This is an optimization exercise on Yosys and OpenROAD, whose aim is small area, a short achievable clock period and few clock cycles per item, not a production implementation.
The RTL was checked by simulation tests, not by an equivalence proof against the original design.
Power is estimated from default activity; no workload was simulated.

Design dge_sha512, start of the top module:
module dge_sha512 (
    input  wire         clk,
    input  wire         rst,             
    input  wire         start,
    input  wire [7:0]   alg,             
    input  wire         resume,
    input  wire [511:0] resume_h,        
    input  wire [63:0]  resume_count,    
    input  wire         abort,
    input  wire         in_valid,
    output reg          in_ready,
    input  wire [63:0]  in_data,
    input  wire         in_last,
    input  wire [3:0]   in_nbytes,
    output reg          busy,
    output reg          done,
    output reg          err,
    output wire [511:0] digest
);
    localparam [1:0] S_IDLE = 2'd0,
                     S_PRE  = 2'd1,      
                     S_POST = 2'd2,      
                     S_RND  = 2'd3;      
    localparam [1:0] F_DATA = 2'd0,      
                     F_PAD  = 2'd1,      
                     F_END  = 2'd2;      
    localparam [7:0] ALG_SHA384 = 8'h02,
                     ALG_SHA512 = 8'h03;
    reg [1:0]  state;
    reg [6:0]  kidx;         
    reg        first;        
    reg        is384;
    reg [1:0]  fmode;
    reg [3:0]  fp;           
    reg        need80;       
    reg        lenfit;       
    reg [60:0] cnt_hi;       
    reg [2:0]  cnt_lo;       
    reg [63:0] ib_d;         
    reg        ib_last;
    reg [3:0]  ib_n;
    reg        ib_v;
    reg        got_last;     
    reg [63:0] a, b, c, d, e, f, g, h;
    reg [63:0] hkw;          
    reg [63:0] w [0:15];     
    reg [63:0] ha [0:3];     
    reg [63:0] he [0:3];     
    integer i;
    reg [63:0] k;
    always @(*) begin
        case (kidx)
            7'd0:  k = 64'h428a2f98d728ae22; 7'd1:  k = 64'h7137449123ef65cd;
            7'd2:  k = 64'hb5c0fbcfec4d3b2f; 7'd3:  k = 64'he9b5dba58189dbbc;
  ...
Size in the first run: roughly 9,600 cells after synthesis, ~2,300 flip-flops, roughly 1,200 I/O pins, ~120,000 um2 of cells after synthesis.
Settings: LEC_CHECK=0, CAP_MARGIN=20, CORE_MARGIN=2, CORE_UTILIZATION=45, PLACE_DENSITY=0.7, SLEW_MARGIN=20, SYNTH_MEMORY_MAX_BITS=8192; clock period 13.0 ns.
standard.sh (not shown) runs the stock make flow with config.mk's settings and CLKGATE_MAP_FILE= SYNTH_SCRIPT=/design/flow/synth_recipe.tcl, a recipe that flattens the netlist after the stock synthesis.
==> flow/flow/run.sh <==
#!/bin/bash
# Standard synthesis, then the standard layout with: repair_timing aiming at
# a setup margin below the clock period (the SDC is unchanged), and a plain
# buffer (flow/port_buffer.txt) on every port.
set -euo pipefail
MARGIN=$(cat flow/margin.txt)
PORTBUF=$(cat flow/port_buffer.txt)
bash standard.sh synth > synth.log 2>&1
bash standard.sh SETUP_SLACK_MARGIN=$MARGIN "BUFFER_PORTS_ARGS=-buffer_cell $PORTBUF" finish > layout.log 2>&1
==> flow/flow/margin.txt <==
8.5
==> flow/flow/port_buffer.txt <==
sky130_fd_sc_hd__buf_2
Testbench counts at the start, summed over its fixed seeds: cycles 55,550, bytes 57,574.
Next try:
==> flow/flow/margin.txt (replaced) <==
7.5
Effect:
- The changed run completed without violations
- sequential cell count stays the same
- die area does not change
- wire length came out lower by 2.0%
- global-route usage drops by 0.60 points
- clock power hardly moves
- clock skew is higher by 0.0062 ns
- worst setup slack improves by 0.020 ns
- power shrinks by 1.1%
- synthesized area is unchanged
- sequential power barely changes

---

Another version of the RTL of dge_sha512 (not shown whole).
Size in the first run: roughly 13000 cells after synthesis, ~2300 flip-flops, roughly 1200 I/O pins.
Settings: LEC_CHECK=0, ABC_AREA=1, CAP_MARGIN=20, CORE_MARGIN=2, CORE_UTILIZATION=48, PLACE_DENSITY=0.7, SLEW_MARGIN=20, SYNTH_MEMORY_MAX_BITS=8192; clock period 13.0 ns.
==> flow/flow/margin.txt <==
8.5
==> flow/flow/port_buffer.txt <==
sky130_fd_sc_hd__buf_1
Scripts as last shown in full above: flow/flow/run.sh
Testbench counts at the start, summed over its fixed seeds: cycles 55,230, bytes 57,574.
Rerun with:
--- a/flow/config.mk
+++ b/flow/config.mk
@@ -9 +9 @@
-export CAP_MARGIN = 20
+export CAP_MARGIN = 25
@@ -11 +11 @@
-export CORE_UTILIZATION = 48
+export CORE_UTILIZATION = 50
@@ -13 +13 @@
-export SLEW_MARGIN = 20
+export SLEW_MARGIN = 25
- The new run went through all stages and came out clean
- hold slack is worse by 41 ps
- sequential share of layout area drops by 0.38 points
- worst setup slack is worse by 54 ps
- via count climbs by about 1.3%
- core utilization climbs by 2.6 points
- first-iteration DRC count climbs by 12%
- non-clock buffer count climbs by 65

---

dge_sha512, a different RTL version from the one above (not shown whole).
Size: roughly 13000 cells after synthesis, roughly 2300 flip-flops, ~130000 sq um of cells after synthesis.
export LEC_CHECK = 0
export ABC_AREA = 1
export CAP_MARGIN = 20
export CORE_MARGIN = 2
export CORE_UTILIZATION = 50
export CTS_BUF_LIST = sky130_fd_sc_hd__clkbuf_8
export PLACE_DENSITY = 0.7
export SLEW_MARGIN = 20
export SYNTH_MEMORY_MAX_BITS = 8192
create_clock -name core_clock -period 13.0 [get_ports {clk}]
Scripts as last shown in full above: flow/flow/run.sh, flow/flow/margin.txt, flow/flow/port_buffer.txt
The first run went through all stages and came out clean.
Testbench counts at the start, summed over its fixed seeds: cycles 55,230, bytes 57,574.
Rerun with:
Settings changed: CTS_BUF_LIST sky130_fd_sc_hd__clkbuf_8 to unset.
Outcome: The changed run passed the timing, DRC and antenna checks; area after synthesis stays the same; sequential share of layout area came out lower by 0.67 points; first-iteration DRC count came out higher by 1.1%; core utilization came out higher by 0.89 points; total power came out higher by 7.6%; final cell count came out lower by 1.2%.

[re-timing with driven ports]
How much do the figures lean on ideal ports? The routed layouts below were timed once more, with nothing changed but the port constraints.
Step 1: set_driving_cell puts a clkbuf_16 on clk and a buf_2 on each other input, an assumption about the parent block.
Step 2 moves the port delays by t, midway between the first and last clock arrival at a register: inputs arrive t later, outputs are due t later. That takes back most of the time a late clock gives input paths.
a / b / c = no drivers / after step 1 / after step 2; a / b = the first two.
run | t (ns) | setup slack, ns | clock arrival spread, ns
the first run of note 1 | 1.065 | 7.256 / 7.256 / 7.256 | 0.103 / 0.103
the second run of note 1 | 1.048 | 7.277 / 7.277 / 6.727 | 0.105 / 0.105
the first run of note 2 | 0.971 | 8.276 / 8.276 / 7.613 | 0.083 / 0.083
the second run of note 2 | 1.021 | 8.222 / 8.117 / 7.714 | 0.120 / 0.120
the first run of note 3 | 1.146 | 8.185 / 8.185 / 7.294 | 0.143 / 0.143
the second run of note 3 | 1.061 | 8.278 / 8.278 / 7.323 | 0.141 / 0.141
After both steps setup and hold are still met in every run listed. The setup slack of the second run of note 3, which loses most, moves by 0.000 ns with the drivers and by -0.955 ns with both steps.
